This is an optimization exercise on Yosys and OpenROAD, whose aim is small area, a short achievable clock period and few clock cycles, not a production implementation.
The RTL was checked by simulation tests, not by an equivalence proof against the original design.

[flow/config.mk]
export PLATFORM = sky130hd
export DESIGN_NAME = ledger_dot4
export DESIGN_NICKNAME = ledger_dot4
export VERILOG_FILES = /design/flow/design.v
export SDC_FILE = /design/flow/constraint.sdc
export NUM_CORES = 4
export LEC_CHECK = 0
export ABC_CLOCK_PERIOD_IN_PS = 12000
export CAP_MARGIN = 20
export CORE_MARGIN = 2
export CORE_UTILIZATION = 40
export GPL_ROUTABILITY_DRIVEN = 1
export PLACE_DENSITY = 0.5
export SLEW_MARGIN = 20
[flow/design.v]
module ledger_dec (
    input  wire [2:0]        fmt,
    input  wire [7:0]        x,
    output reg               sign,
    output reg  [3:0]        man,
    output reg  signed [5:0] exp,
    output reg               nan,
    output reg               inf
);
    always @(*) begin
        sign = 1'b0;
        man  = 4'd0;
        exp  = 6'sd0;
        nan  = 1'b0;
        inf  = 1'b0;
        case (fmt)
            3'd0: begin  
                sign = x[7];
                man  = (x[6:3] == 4'd0) ? {1'b0, x[2:0]} : {1'b1, x[2:0]};
                exp  = ((x[6:3] == 4'd0) ? 6'sd1 : $signed({2'b00, x[6:3]})) - 6'sd10;
                nan  = (x[6:0] == 7'h7F);
            end
            3'd1: begin  
                sign = x[7];
                man  = (x[6:2] == 5'd0) ? {2'b00, x[1:0]} : {2'b01, x[1:0]};
                exp  = ((x[6:2] == 5'd0) ? 6'sd1 : $signed({1'b0, x[6:2]})) - 6'sd17;
                nan  = (x[6:2] == 5'd31) && (x[1:0] != 2'd0);
                inf  = (x[6:2] == 5'd31) && (x[1:0] == 2'd0);
            end
            3'd2: begin  
                sign = x[5];
                man  = (x[4:2] == 3'd0) ? {2'b00, x[1:0]} : {2'b01, x[1:0]};
                exp  = ((x[4:2] == 3'd0) ? 6'sd1 : $signed({3'b000, x[4:2]})) - 6'sd5;
            end
            3'd3: begin  
                sign = x[5];
                man  = (x[4:3] == 2'd0) ? {1'b0, x[2:0]} : {1'b1, x[2:0]};
                exp  = ((x[4:3] == 2'd0) ? 6'sd1 : $signed({4'b0000, x[4:3]})) - 6'sd4;
            end
            default: begin  
                sign = x[3];
                man  = (x[2:1] == 2'd0) ? {3'b000, x[0]} : {3'b001, x[0]};
                exp  = ((x[2:1] == 2'd0) ? 6'sd1 : $signed({4'b0000, x[2:1]})) - 6'sd2;
            end
        endcase
    end
endmodule
module ledger_prod (
    input  wire [2:0]        fmt_a,
    input  wire [2:0]        fmt_b,
    input  wire [7:0]        a,
    input  wire [7:0]        b,
    input  wire              scale_nan,
    input  wire signed [7:0] f,
    output wire              nan,
    output wire              sat,
    output wire              sign,
    output wire              ovf,
    output wire              spread,
    output wire [67:0]       val
);
    wire              sgn_a, sgn_b, nan_a, nan_b, inf_a, inf_b;
    wire [3:0]        man_a, man_b;
    wire signed [5:0] exp_a, exp_b;
    ledger_dec dec_a (.fmt(fmt_a), .x(a), .sign(sgn_a), .man(man_a), .exp(exp_a), .nan(nan_a), .inf(inf_a));
    ledger_dec dec_b (.fmt(fmt_b), .x(b), .sign(sgn_b), .man(man_b), .exp(exp_b), .nan(nan_b), .inf(inf_b));
    wire [7:0] pman = man_a * man_b;
    wire [5:0] k    = exp_a + exp_b + 6'd32;
    wire signed [8:0] d = $signed({f[7], f}) - $signed({3'b000, k});
    wire signed [9:0] e = $signed({d[8], d}) + 10'sd127;
    reg [7:0] keep, hi;
    integer i;
    always @(*) begin
        for (i = 0; i < 8; i = i + 1) begin
            keep[i] = ($signed({1'b0, i[8:0]}) >= $signed({d[8], d}));
            hi[i]   = ($signed({1'b0, i[9:0]}) >= e);
        end
    end
    wire [7:0] tman = pman & keep;
    wire       inf_any = inf_a | inf_b;
    wire       inf_zero = (!inf_a && man_a == 4'd0) || (!inf_b && man_b == 4'd0);
    assign sign   = sgn_a ^ sgn_b;
    assign nan    = nan_a | nan_b | scale_nan | (inf_any & inf_zero);
    assign ovf    = !nan_a && !nan_b && !scale_nan && !inf_any && ((pman & hi) != 8'd0);
    assign sat    = inf_any | ((pman & hi) != 8'd0);
    assign spread = !nan_a && !nan_b && !scale_nan && !inf_any && ((pman & ~keep) != 8'd0);
    wire signed [8:0]  sman = sign ? -$signed({1'b0, tman}) : $signed({1'b0, tman});
    wire signed [67:0] sext = sman;
    assign val = sext <<< k;
endmodule
module ledger_add #(parameter W = 68) (
    input  wire         nan_a,
    input  wire         sat_a,
    input  wire         sgn_a,
    input  wire [W-1:0] a,
    input  wire         nan_b,
    input  wire         sat_b,
    input  wire         sgn_b,
    input  wire [W-1:0] b,
    input  wire [W:0]   h,
    output wire         nan,
    output wire         sat,
    output wire         sgn,
    output wire [W:0]   sum,
    output wire         ovf
);
    assign sum = {a[W-1], a} + {b[W-1], b};
    wire         neg = sum[W];
    wire [W:0]   x   = sum ^ {(W+1){neg}};
    wire         big = ((x & h) != 0) || (neg && (&(x | h)));
    wire both_reg = !nan_a && !nan_b && !sat_a && !sat_b;
    assign nan = nan_a | nan_b | (sat_a & sat_b & (sgn_a ^ sgn_b));
    assign ovf = both_reg & big;
    assign sat = sat_a | sat_b | big;
    assign sgn = sat_a ? sgn_a : sat_b ? sgn_b : neg;
endmodule
module ledger_dot4 (
    input  wire         clk,
    input  wire         rst,
    input  wire         in_valid,
    output wire         in_ready,
    input  wire         in_first,
    input  wire         in_last,
    input  wire [2:0]   in_fmt_a,
    input  wire [2:0]   in_fmt_b,
    input  wire [9:0]   in_eref,
    input  wire [7:0]   in_scale_a,
    input  wire [7:0]   in_scale_b,
    input  wire [31:0]  in_a,
    input  wire [31:0]  in_b,
    output reg          out_valid,
    output wire [127:0] out_word,
    output wire         out_spread,
    output wire         out_ovf
);
    localparam [127:0] W_NAN  = {1'b1, 127'd0};
    localparam [127:0] W_NSAT = {1'b1, 126'd0, 1'b1};
    localparam [127:0] W_PSAT = {1'b0, {127{1'b1}}};
    assign in_ready = 1'b1;
    reg        v0, first0, last0;
    reg [2:0]  fa0, fb0;
    reg [7:0]  sa0, sb0;
    reg [31:0] a0, b0;
    reg [9:0]  eref_q;
    always @(posedge clk) begin
        v0     <= in_valid & ~rst;
        first0 <= in_first;
        last0  <= in_last;
        fa0    <= in_fmt_a;
        fb0    <= in_fmt_b;
        sa0    <= in_scale_a;
        sb0    <= in_scale_b;
        a0     <= in_a;
        b0     <= in_b;
        if (in_valid && in_first)
            eref_q <= in_eref;
    end
    wire signed [11:0] f_full = 12'sd190 - $signed({4'b0000, sa0}) - $signed({4'b0000, sb0})
                              + $signed({{2{eref_q[9]}}, eref_q});
    wire signed [7:0]  f_cl   = (f_full > 12'sd127) ? 8'sd127 :
                                (f_full < -12'sd127) ? -8'sd127 : f_full[7:0];
    wire signed [7:0]  f      = v0 ? f_cl : 8'sd127;
    wire               snan   = v0 & ((sa0 == 8'hFF) | (sb0 == 8'hFF));
    wire signed [8:0]  L = $signed({f[7], f}) + 9'sd127;
    reg [69:0] h;
    integer j;
    always @(*)
        for (j = 0; j < 70; j = j + 1)
            h[j] = ($signed({2'b00, j[7:0]}) >= $signed({L[8], L}));
    wire [3:0]  pn, ps, pg, po, psp;
    wire [67:0] pv [0:3];
    genvar g;
    generate
        for (g = 0; g < 4; g = g + 1) begin : prod
            wire nan_raw, sat_raw, ovf_raw, spread_raw;
            ledger_prod p (.fmt_a(fa0), .fmt_b(fb0), .a(a0[8*g +: 8]), .b(b0[8*g +: 8]),
                           .scale_nan(snan), .f(f),
                           .nan(nan_raw), .sat(sat_raw), .sign(pg[g]), .ovf(ovf_raw),
                           .spread(spread_raw), .val(pv[g]));
            assign pn[g]  = v0 & nan_raw;
            assign ps[g]  = v0 & sat_raw;
            assign po[g]  = v0 & ovf_raw;
            assign psp[g] = v0 & spread_raw;
        end
    endgenerate
    wire        n01, s01, g01, o01, n23, s23, g23, o23, nt, st, gt, ot;
    wire [68:0] v01, v23;
    wire [69:0] vt;
    ledger_add #(.W(68)) add01 (.nan_a(pn[0]), .sat_a(ps[0]), .sgn_a(pg[0]), .a(pv[0]),
                                .nan_b(pn[1]), .sat_b(ps[1]), .sgn_b(pg[1]), .b(pv[1]), .h(h[68:0]),
                                .nan(n01), .sat(s01), .sgn(g01), .sum(v01), .ovf(o01));
    ledger_add #(.W(68)) add23 (.nan_a(pn[2]), .sat_a(ps[2]), .sgn_a(pg[2]), .a(pv[2]),
                                .nan_b(pn[3]), .sat_b(ps[3]), .sgn_b(pg[3]), .b(pv[3]), .h(h[68:0]),
                                .nan(n23), .sat(s23), .sgn(g23), .sum(v23), .ovf(o23));
    ledger_add #(.W(69)) addt  (.nan_a(n01), .sat_a(s01), .sgn_a(g01), .a(v01),
                                .nan_b(n23), .sat_b(s23), .sgn_b(g23), .b(v23), .h(h),
                                .nan(nt), .sat(st), .sgn(gt), .sum(vt), .ovf(ot));
    reg        v1, first1, last1, nan1, sat1, sgn1, ovf1, spread1;
    reg [69:0] t1;
    reg [7:0]  u1;
    always @(posedge clk) begin
        v1      <= v0 & ~rst;
        first1  <= v0 & first0;
        last1   <= last0;
        nan1    <= nt;
        sat1    <= st & ~nt;
        sgn1    <= gt;
        ovf1    <= (|po) | o01 | o23 | ot;
        spread1 <= |psp;
        t1      <= vt;
        u1      <= f + 8'sd127;
    end
    reg [127:0] acc;
    reg         acc_nan, acc_sat, acc_spread, acc_ovf;
    wire signed [196:0] z     = {t1, 127'd0};
    wire        [196:0] zs    = z >>> u1;
    wire        [127:0] addend = zs[127:0];
    wire         a_nan = ~first1 & acc_nan;
    wire         a_sat = ~first1 & acc_sat;
    wire         a_sgn = acc[127];
    wire [127:0] a_val = first1 ? 128'd0 : acc;
    wire [128:0] s = {a_val[127], a_val} + {addend[127], addend};
    wire big_hi = ~s[128] & (s[127] | (&s[126:0]));
    wire big_lo =  s[128] & (~s[127] | ~(|s[126:1]));
    wire both_reg = ~a_nan & ~a_sat & ~nan1 & ~sat1;
    wire r_nan = a_nan | nan1 | (a_sat & sat1 & (a_sgn ^ sgn1));
    reg [127:0] r_word;
    always @(*) begin
        if (r_nan)        r_word = W_NAN;
        else if (a_sat)   r_word = a_sgn ? W_NSAT : W_PSAT;
        else if (sat1)    r_word = sgn1 ? W_NSAT : W_PSAT;
        else if (big_hi)  r_word = W_PSAT;
        else if (big_lo)  r_word = W_NSAT;
        else              r_word = s[127:0];
    end
    always @(posedge clk) begin
        acc        <= r_word;
        acc_nan    <= r_nan;
        acc_sat    <= ~r_nan & (a_sat | sat1 | big_hi | big_lo);
        acc_spread <= (~first1 & acc_spread) | spread1;
        acc_ovf    <= (~first1 & acc_ovf) | ovf1 | (both_reg & (big_hi | big_lo));
        out_valid  <= ~rst & v1 & last1;
    end
    assign out_word   = acc;
    assign out_spread = acc_spread;
    assign out_ovf    = acc_ovf;
endmodule
[flow/constraint.sdc]
create_clock -name core_clock -period 50.0 [get_ports {clk}]
set_input_delay 10.0000 -clock core_clock [delete_from_list [all_inputs] [get_ports {clk}]]
set_output_delay 10.0000 -clock core_clock [all_outputs]
set_load 0.01 [all_outputs]
[flow/run.sh]
#!/bin/bash
# synth_recipe.tcl (not shown) runs the flow's synth.tcl, then flattens the netlist and writes it again
# the make line also repeats each setting of config.mk as NAME=value (left out here)
make -C /OpenROAD-flow-scripts/flow DESIGN_CONFIG=/design/flow/config.mk WORK_HOME=/design/flow/orfs CLKGATE_MAP_FILE= SYNTH_SCRIPT=/design/flow/synth_recipe.tcl finish
==> results by group <==
CTS
  – Worst-path clk slew: ~0.060 ns
  – H-tree depth: 2
  – CTS tree: yes
  – # resized after CTS: 0
  – Clock buffer depth: 3
  – Clock sink count: approximately 320
  – Clock Latency Late Sink: 0.68 ns
  – Hold buffers post-CTS: 0
  – Postcts setup bufs: 0
  – Root buf cell: clkbuf_16
  – CTS buffer count: 42

Layout
  – Nets: 9,800
  – Layout fillers: around 16,000
  – Area Growth Syn to Fin: 10.6%
  – Final core occ: approximately 44%
  – Share of cells above drive strength 1: around 7.3%

Critical path
  – Kind of critical path: reg2reg
  – Endpoint class of the critical path: flop
  – Worst path most repeated cell: ha_1
  – CP max stage cell: or3b_1
  – Crit path required time: roughly 50 ns
  – Worst EP arrival: 21.11 ns
  – Slowest cell delay on critical path: 0.67 ns
  – Cell family with most CP delay: compound AO/OA/AOI/OAI gates
  – Bufs and invs on worst path: 8
  – CP max FO: 34
  – R2R setup slack: 29.39 ns
  – Setup crit start kind: flop

Global routing
  – M1 GR Usage: 50.4%
  – GRT met2 Usage: approximately 68%
  – Grt ovf: 0
  – Met3 Use GR: between 10% and 20%
  – Vias in the first global route: roughly 71,000
  – Largest net degree at the start of global routing: 94
  – Initial antenna violation count: 37
  – Grt peak-use layer: met2
  – All-Layer GR Usage: between 40% and 50%
  – First-pass GRT wire length: between 500,000 and 600,000 um

STA
  – Final hold viol count: 0
  – RSZ-0062 raised after global routing: false
  – Max Fclk: between 0.04 and 0.05 GHz
  – # setup viols final: 0
  – Worst-Margin Slew: between 1 and 1.5 ns
  – Post-route worst setup slack: just under 30 ns
  – Slew HR: about 3.8%
  – Final period util: between 40% and 50%
  – Skew final: 0.0361 ns
  – Max-slew violation count: 0
  – Fin crit period: ~21 ns
  – Fin Setup TNS: 0 ns

Synthesis
  – Net count after synthesis: 9,803
  – Post-synthesis cell type count: 117
  – Cell area after synthesis: approximately 63,000 um^2
  – YS warnings: 3
  – Synth Register Bits: 318
  – Primary FF master, synth: dfxtp_1
  – Sequential-to-total area share from yosys stat: ~10%
  – Async SR Flop Fraction: 0%
  – Synth Instances: 9,156
  – Post-synth EDFFs: 10
  – Syn avg cell area: between 6 and 7 um^2

Detailed routing
  – DR iter-0 viols: between 10,000 and 15,000
  – DRC: 0
  – Total Wirelength: 363,000 um
  – Average wire per standard cell: 32.2 um
  – Final ANT Viol Nets: 0
  – Via count: about 78,000
  – DR vias/cell: about 7
  – Drt pass-1 iters: 10

Floorplan
  – Starting Density: approximately two fifths
  – # IOs: 233
  – Die W: ~400 um
  – Die Area: between 150,000 and 200,000 um^2
  – Chip height: 399 um
  – Std-Cell Rows: 145
  – Core area: approximately 160,000 um^2

Placement
  – Placed wire-length estimate: between 200,000 and 300,000 um
  – Routability cong.: between 1 and 1.5
  – Port bufs: about 230
  – Pre-CTS setup slack: around 30 ns

Run
  – Max-cap violations: 0

Status
  – Outcome: no timing/DRC/antenna violations

Worst hold path
  – Hold Path Class: reg2reg
per-layer routing:
layer	vias to the layer above	part of all wire [%]
li1	34300	-
met1	36800	37
met2	5153	43
met3	1430	11
met4	36	9.8
met5	-	0.086
per-stage QoR:
stage | instance area [um^2] | hold WS, ns | std cells
after CTS | 69000 | 0.343 | 11200
after global routing | 69100 | 0.347 | 11300
after floorplan | 62500 | 0.310 | 9156
after global placement | 67400 | 0.313 | 11200
after detailed placement | 67400 | 0.330 | 11200
final | 69100 | 0.339 | 11300
worst register-to-register path, delay by kind of cell (launching register included):
family	cells	cell delay, ns
AND/OR/NAND/NOR	16	4.42
XOR/XNOR	3	1.10
flip-flops	1	0.34
buffers and inverters	8	2.27
adder cells (fa/ha/maj)	9	3.33
AO/OA/AOI/OAI	31	8.97
synth_stat cells (162+ instances only):
cell type / instances / area share [%]
o21ai_0: 954 / 7.6
nor2b_1: 200 / 2.0
clkbuf_1: 437 / 2.6
mux2i_1: 177 / 2.8
ha_1: 510 / 10
a21o_1: 285 / 3.4
nand2_1: 978 / 5.9
a21oi_1: 849 / 6.8
inv_1: 389 / 2.3
nor3_1: 162 / 1.3
nand3_1: 231 / 1.8
xnor2_1: 287 / 4.0
nor2_1: 781 / 4.7
dfxtp_1: 308 / 9.9
kinds of logic after synthesis:
group           synth area share, %
mux                            6.46
fa+ha+maj                      11.5
flops                          10.3
compound gates                 36.4
buf+inv                        5.74
simple gates                   23.3
other cells                 0.00600
xor+xnor                       6.15
final cells by class:
class                      count  area [um^2]  share of cell area, %
clock inverter                28          409                  0.592
antenna                       22         55.1                 0.0796
inverter                     408         1530                   2.22
tap                         2058         2570                   3.73
clock buffer                  50         1110                   1.61
sequential                   318         6490                   9.38
timing repair buffer         484         4210                   6.09
multi-input combinational   7899        52700                   76.3
sequential cells by signal, summed over array words and instances (netlist names), 3 cells and up:
signal / cells
acc: 128
t1: 70
a0: 32
b0: 32
eref_q: 10
sa0: 8
sb0: 8
u1: 8
fa0: 3
fb0: 3
final timing paths:
check	start	endpoint	cells past startpoint
setup / recovery	sa0[0]$_DFF_P_	ovf1$_DFF_P_	67
hold / removal	last0$_DFF_P_	last1$_DFF_P_	0
setup reg to reg	sa0[0]$_DFF_P_	ovf1$_DFF_P_	67
hold reg to reg	last0$_DFF_P_	last1$_DFF_P_	0
cell usage in the layout, fill, tap and decap left out, drive strengths merged, types with 100 or more instances in the layout:
cell type	n
xor2	144
o21ai	989
inv	409
a31oi	135
o22ai	100
nor2b	200
dfxtp	308
nand3	235
buf	253
mux2i	177
a21oi	860
nor2	782
nand4	145
ha	510
a211oi	117
xnor2	287
nor3	166
a21o	285
nand2	979
clkdlybuf4s50	231
Testbench counts, summed over its fixed seeds: cycles 13,908.

## what the ideal ports hide
No port has a modelled driver above. Below, the same layout with a new extraction and two added sets of constraints.
Step 1: set_driving_cell puts a clkbuf_16 on clk and a buf_2 on each other input, an assumption about the parent block.
Step 2 adds t to the input delays and takes it off the output delays; t is the mean of the earliest and latest rising clock arrival at the registers after step 1. Input paths then give back, and output paths get back, about the clock's delay inside the block.
Slacks: ideal ports / drivers / drivers and shift; pairs: ideal ports / drivers.
shift t [ns]: 0.746
slack for setup (ns): 29.395 / 29.395 / 29.395
hold slack, ns: 0.339 / 0.339 / 0.339
After both steps setup and hold are still met in this run. For this run, drivers alone change the setup slack by 0.000 ns; drivers and shift together by 0.000 ns.
